Context: an optimization exercise on an open-source flow, tuned for small area, a short achievable clock period and few clock cycles per item. The choices shown serve that exercise and are no tape-out recipe.
In this exercise RTL edits were held to simulation tests only and were not proved equivalent to the original.

run 1:
==> flow/design.v (excerpt) <==
module ashlar_ctl (
    input  wire         clk,
    input  wire         rst,
    input  wire         in_valid,
    output wire         in_ready,
    input  wire [1:0]   in_op,         
    input  wire [159:0] in_word,
    input  wire [127:0] in_wdata,
    input  wire [15:0]  in_wmask,
    output wire         out_valid,
    output wire [1:0]   out_outcome,   
    output wire [3:0]   out_column,
    output wire [31:0]  out_synd,
    output wire [127:0] out_data,
    output wire [31:0]  out_check,
    input  wire         erase_en,
    input  wire         clr_counts,
    input  wire         clr_erase,
    output wire         erased,
    output wire [3:0]   erased_col,
    input  wire [3:0]   csr_sel,
    output reg  [31:0]  csr_rdata
);
    localparam [1:0] OP_ENCODE = 2'd1, OP_MERGE = 2'd2;
    localparam [1:0] OC_CLEAN = 2'd0, OC_CORRECTED = 2'd1, OC_UNCORR = 2'd2, OC_POISON = 2'd3;
    localparam [31:0] POISON_XOR = 32'h0303_0101;
    integer i;
    wire is_enc   = (in_op == OP_ENCODE);
    wire is_merge = (in_op == OP_MERGE);
    wire [31:0] synd_in;
    ashlar_syndrome u_synd (.word(in_word), .synd(synd_in));
    reg [15:0]  sel_in;    
    reg [127:0] merged;
    always @(*) begin
        for (i = 0; i < 16; i = i + 1) begin
            sel_in[i] = is_enc || (is_merge && in_wmask[i]);
            merged[8*i +: 8] = sel_in[i] ? in_wdata[8*i +: 8] : in_word[8*i +: 8];
        end
    end
    wire [9:0] hit0_in, hit1_in;
    ashlar_locate u_loc0 (.s0(synd_in[7:0]),   .s1(synd_in[15:8]),  .hit(hit0_in));
  ...
Size in the first run: roughly 650 flip-flops, about 40000 sq um of cells after synthesis.
export LEC_CHECK = 0
export CAP_MARGIN = 20
export CORE_MARGIN = 2
export CORE_UTILIZATION = 55
export CTS_BUF_LIST = sky130_fd_sc_hd__clkbuf_8
export SLEW_MARGIN = 20
create_clock -name core_clock -period 14.0 [get_ports {clk}]
standard.sh (not shown) runs the stock make flow with config.mk's settings and CLKGATE_MAP_FILE= SYNTH_SCRIPT=/design/flow/synth_recipe.tcl, a recipe that flattens the netlist after the stock synthesis.
==> flow/flow/run.sh <==
#!/bin/bash
set -e
export SETUP_SLACK_MARGIN=6.5
export BUFFER_PORTS_ARGS="-buffer_cell sky130_fd_sc_hd__buf_1"
bash standard.sh > standard.log 2>&1
Run 1 ran to completion and came out clean on the timing, DRC and antenna checks.
Testbench counts of run 1, summed over its fixed seeds: cycles 24,008, items 24,000.
The inputs of run 2 differ from those of run 1 as listed below.
-- flow/config.mk --
<<< run 1, line 8
export CAP_MARGIN = 20
export CORE_MARGIN = 2
export CORE_UTILIZATION = 55
export CTS_BUF_LIST = sky130_fd_sc_hd__clkbuf_8
export SLEW_MARGIN = 20
>>> run 2, line 8
export CAP_MARGIN = 20
export CORE_MARGIN = 2
export CORE_UTILIZATION = 40
export SLEW_MARGIN = 20
==> comparison <==
- Run 2 and run 1 ended up with roughly the same total overflow reported by the global router.
- Global-route wire length before repair went up slightly going from run 1 to run 2.
- Going from run 1 to run 2, layout buffer count excluding clock buffers went up, clock network latency to the later pin of the worst-skew pair down 0.12 ns.
- Going from run 1 to run 2, count of buffers added by post-CTS timing repair for setup went down 1; layout overhead on the synthesized area now sits higher; layout cell share with drive strength beyond 1 dropped 1.0 points; number of cells on the critical path stayed essentially flat; post-detailed-routing wire length saw an increase.
- The final reports for run 2 and run 1 show final critical-path share of the clock period higher in the former.
- Re time the worst path needs with I/O delays and setup: run 2 is 0.053 ns up on run 1.
Input-level comparison between run 3 and run 2:
==> flow/flow/run.sh <==
#!/bin/bash
set -e
export SETUP_SLACK_MARGIN=6.75
export BUFFER_PORTS_ARGS="-buffer_cell sky130_fd_sc_hd__buf_1"
bash standard.sh > standard.log 2>&1
-- flow/config.mk --
<<< run 2, line 8
export CAP_MARGIN = 20
export CORE_MARGIN = 2
export CORE_UTILIZATION = 40
export SLEW_MARGIN = 20
>>> run 3, line 8
export CAP_MARGIN = 20
export CORE_MARGIN = 2
export CORE_UTILIZATION = 55
export CTS_BUF_LIST = sky130_fd_sc_hd__clkbuf_16
export CTS_CLUSTER_DIAMETER = 80
export CTS_CLUSTER_SIZE = 20
export SLEW_MARGIN = 20
[summary]
Looking at beginning of the critical path, the csr_sel[3] result is from run 3; the csr_sel[0] one comes from run 2.
Delta(met3 wire length, run 3 - run 2) < 0
Clock skew sits lower in run 3 than in run 2.
Of run 2 and run 3, the run reporting the higher register-to-register slack was run 3.
Summary of run 3 over run 2: global-route usage now larger; maximum frequency now larger.

---

Starting RTL as in the previous note.
## ashlar_ctl
module ashlar_ctl (
    input  wire         clk,
    input  wire         rst,
    input  wire         in_valid,
    output wire         in_ready,
    input  wire [1:0]   in_op,         
    input  wire [159:0] in_word,
    input  wire [127:0] in_wdata,
    input  wire [15:0]  in_wmask,
    output wire         out_valid,
    output wire [1:0]   out_outcome,   
    output wire [3:0]   out_column,
    output wire [31:0]  out_synd,
    output wire [127:0] out_data,
    output wire [31:0]  out_check,
    input  wire         erase_en,
    input  wire         clr_counts,
    input  wire         clr_erase,
    output wire         erased,
    output wire [3:0]   erased_col,
    input  wire [3:0]   csr_sel,
    output reg  [31:0]  csr_rdata
);
==> flow/config.mk <==
export PLATFORM = sky130hd
export DESIGN_NAME = ashlar_ctl
export DESIGN_NICKNAME = ashlar_ctl
export VERILOG_FILES = /design/flow/design.v
export SDC_FILE = /design/flow/constraint.sdc
export NUM_CORES = 4
export LEC_CHECK = 0
export CAP_MARGIN = 20
export CORE_MARGIN = 2
export CORE_UTILIZATION = 55
export CTS_BUF_LIST = sky130_fd_sc_hd__clkbuf_16
export CTS_CLUSTER_DIAMETER = 80
export CTS_CLUSTER_SIZE = 20
export GPL_TIMING_DRIVEN = 0
export SLEW_MARGIN = 20
==> flow/constraint.sdc <==
create_clock -name core_clock -period 14.0 [get_ports {clk}]
set_input_delay 2.8000 -clock core_clock [delete_from_list [all_inputs] [get_ports {clk}]]
set_output_delay 2.8000 -clock core_clock [all_outputs]
set_load 0.01 [all_outputs]
==> flow/flow/run.sh <==
#!/bin/bash
set -e
export SETUP_SLACK_MARGIN=6.5
export BUFFER_PORTS_ARGS="-buffer_cell sky130_fd_sc_hd__buf_1"
bash standard.sh > standard.log 2>&1
The first run completed with no timing, DRC or antenna violations.
Testbench counts at the start, summed over its fixed seeds: cycles 24,008, items 24,000.
Change:
Settings changed: GPL_TIMING_DRIVEN 0 to not set.
Setup slack gains 0.032 ns. Cell area drops slightly. Register-to-register slack gains 0.30 ns. Fmax climbs slightly. Sequential share of layout area climbs by 0.61 points.
Change:
==> flow/flow/run.sh (replaced) <==
#!/bin/bash
set -e
export SETUP_SLACK_MARGIN=7
export BUFFER_PORTS_ARGS="-buffer_cell sky130_fd_sc_hd__buf_1"
bash standard.sh > standard.log 2>&1
Settings changed: CORE_UTILIZATION 55 to 40, CTS_BUF_LIST sky130_fd_sc_hd__clkbuf_16 to not set, CTS_CLUSTER_DIAMETER 80 to not set, CTS_CLUSTER_SIZE 20 to not set.
Result: The new run produced a clean layout; cell area went up by 11%; via count went up by 2.7%; wire length went up by 7.3%; maximum frequency went up by 1.7%; die area went up by 37%; global-route usage went down by 9.8 points; count of clock-buffer cells in the layout went up by 50.
Change:
Settings changed: CORE_UTILIZATION 40 to 55, CTS_BUF_LIST set to sky130_fd_sc_hd__clkbuf_16, CTS_CLUSTER_DIAMETER set to 80, CTS_CLUSTER_SIZE set to 20.
Result: Cell count went down by about 7%. Non-clock buffer count is lower by 33. Worst hold slack is better by 0.012 ns. First-iteration DRC count climbs by 13%. Final area shrinks by about 5%. Die area is lower by about 27%.
Change:
==> flow/flow/run.sh (replaced) <==
#!/bin/bash
set -e
export SETUP_SLACK_MARGIN=6
bash standard.sh > standard.log 2>&1
Settings changed: CORE_UTILIZATION 55 to 40, CTS_BUF_LIST sky130_fd_sc_hd__clkbuf_16 to not set, CTS_CLUSTER_DIAMETER 80 to not set, CTS_CLUSTER_SIZE 20 to not set.
The changed run finished clean.
Final area went up by 5.8%.
Routed wire length grows by 1.2%.
First-iteration DRC count is lower by 22%.
Global-route usage came out lower by 11 points.
Via count drops by 3.7%.

-- afterwards: timing with drivers on the ports --
The flow's constraints put no driver on any port. The routed layouts listed below were extracted and timed again, unchanged, in two steps.
Step 1 (the two cells are an assumption about what drives the block):
set clk [get_ports {clk}]
set_driving_cell -lib_cell sky130_fd_sc_hd__clkbuf_16 $clk
set_driving_cell -lib_cell sky130_fd_sc_hd__buf_2 [delete_from_list [all_inputs] $clk]
Step 2 times the ports against the registers' clock, not the clock port: input delays grow and output delays shrink by t, the midpoint of the rising clock arrivals with the driver on.
a / b / c = ideal / step 1 / step 2; a / b = the first two.
run	t (ns)	slack for setup (ns)	slew at the worst register clock pin (ns)	worst slew at a driven data input, ns	cell pins on the clock port's net
run 1	0.803	6.542 / 6.493 / 6.512	0.07 / 0.07	0.07	1
run 2	0.697	6.489 / 6.355 / 6.355	0.07 / 0.07	0.14	1
run 3	0.674	6.741 / 6.694 / 6.700	0.09 / 0.09	0.07	1
the first run of note 2	0.684	6.455 / 6.423 / 6.195	0.10 / 0.10	0.10	1
the second run of note 2	0.673	6.488 / 6.454 / 6.454	0.09 / 0.09	0.07	1
the third run of note 2	0.725	6.611 / 6.554 / 6.573	0.07 / 0.07	0.17	1
the fourth run of note 2	0.663	6.823 / 6.717 / 6.717	0.09 / 0.09	0.10	1
the fifth run of note 2	0.690	6.078 / 5.950 / 5.950	0.07 / 0.07	0.18	1
After both steps every run listed still meets setup and hold. The setup slack of the first run of note 2, which loses most, moves by -0.032 ns with the drivers and by -0.260 ns with both steps.
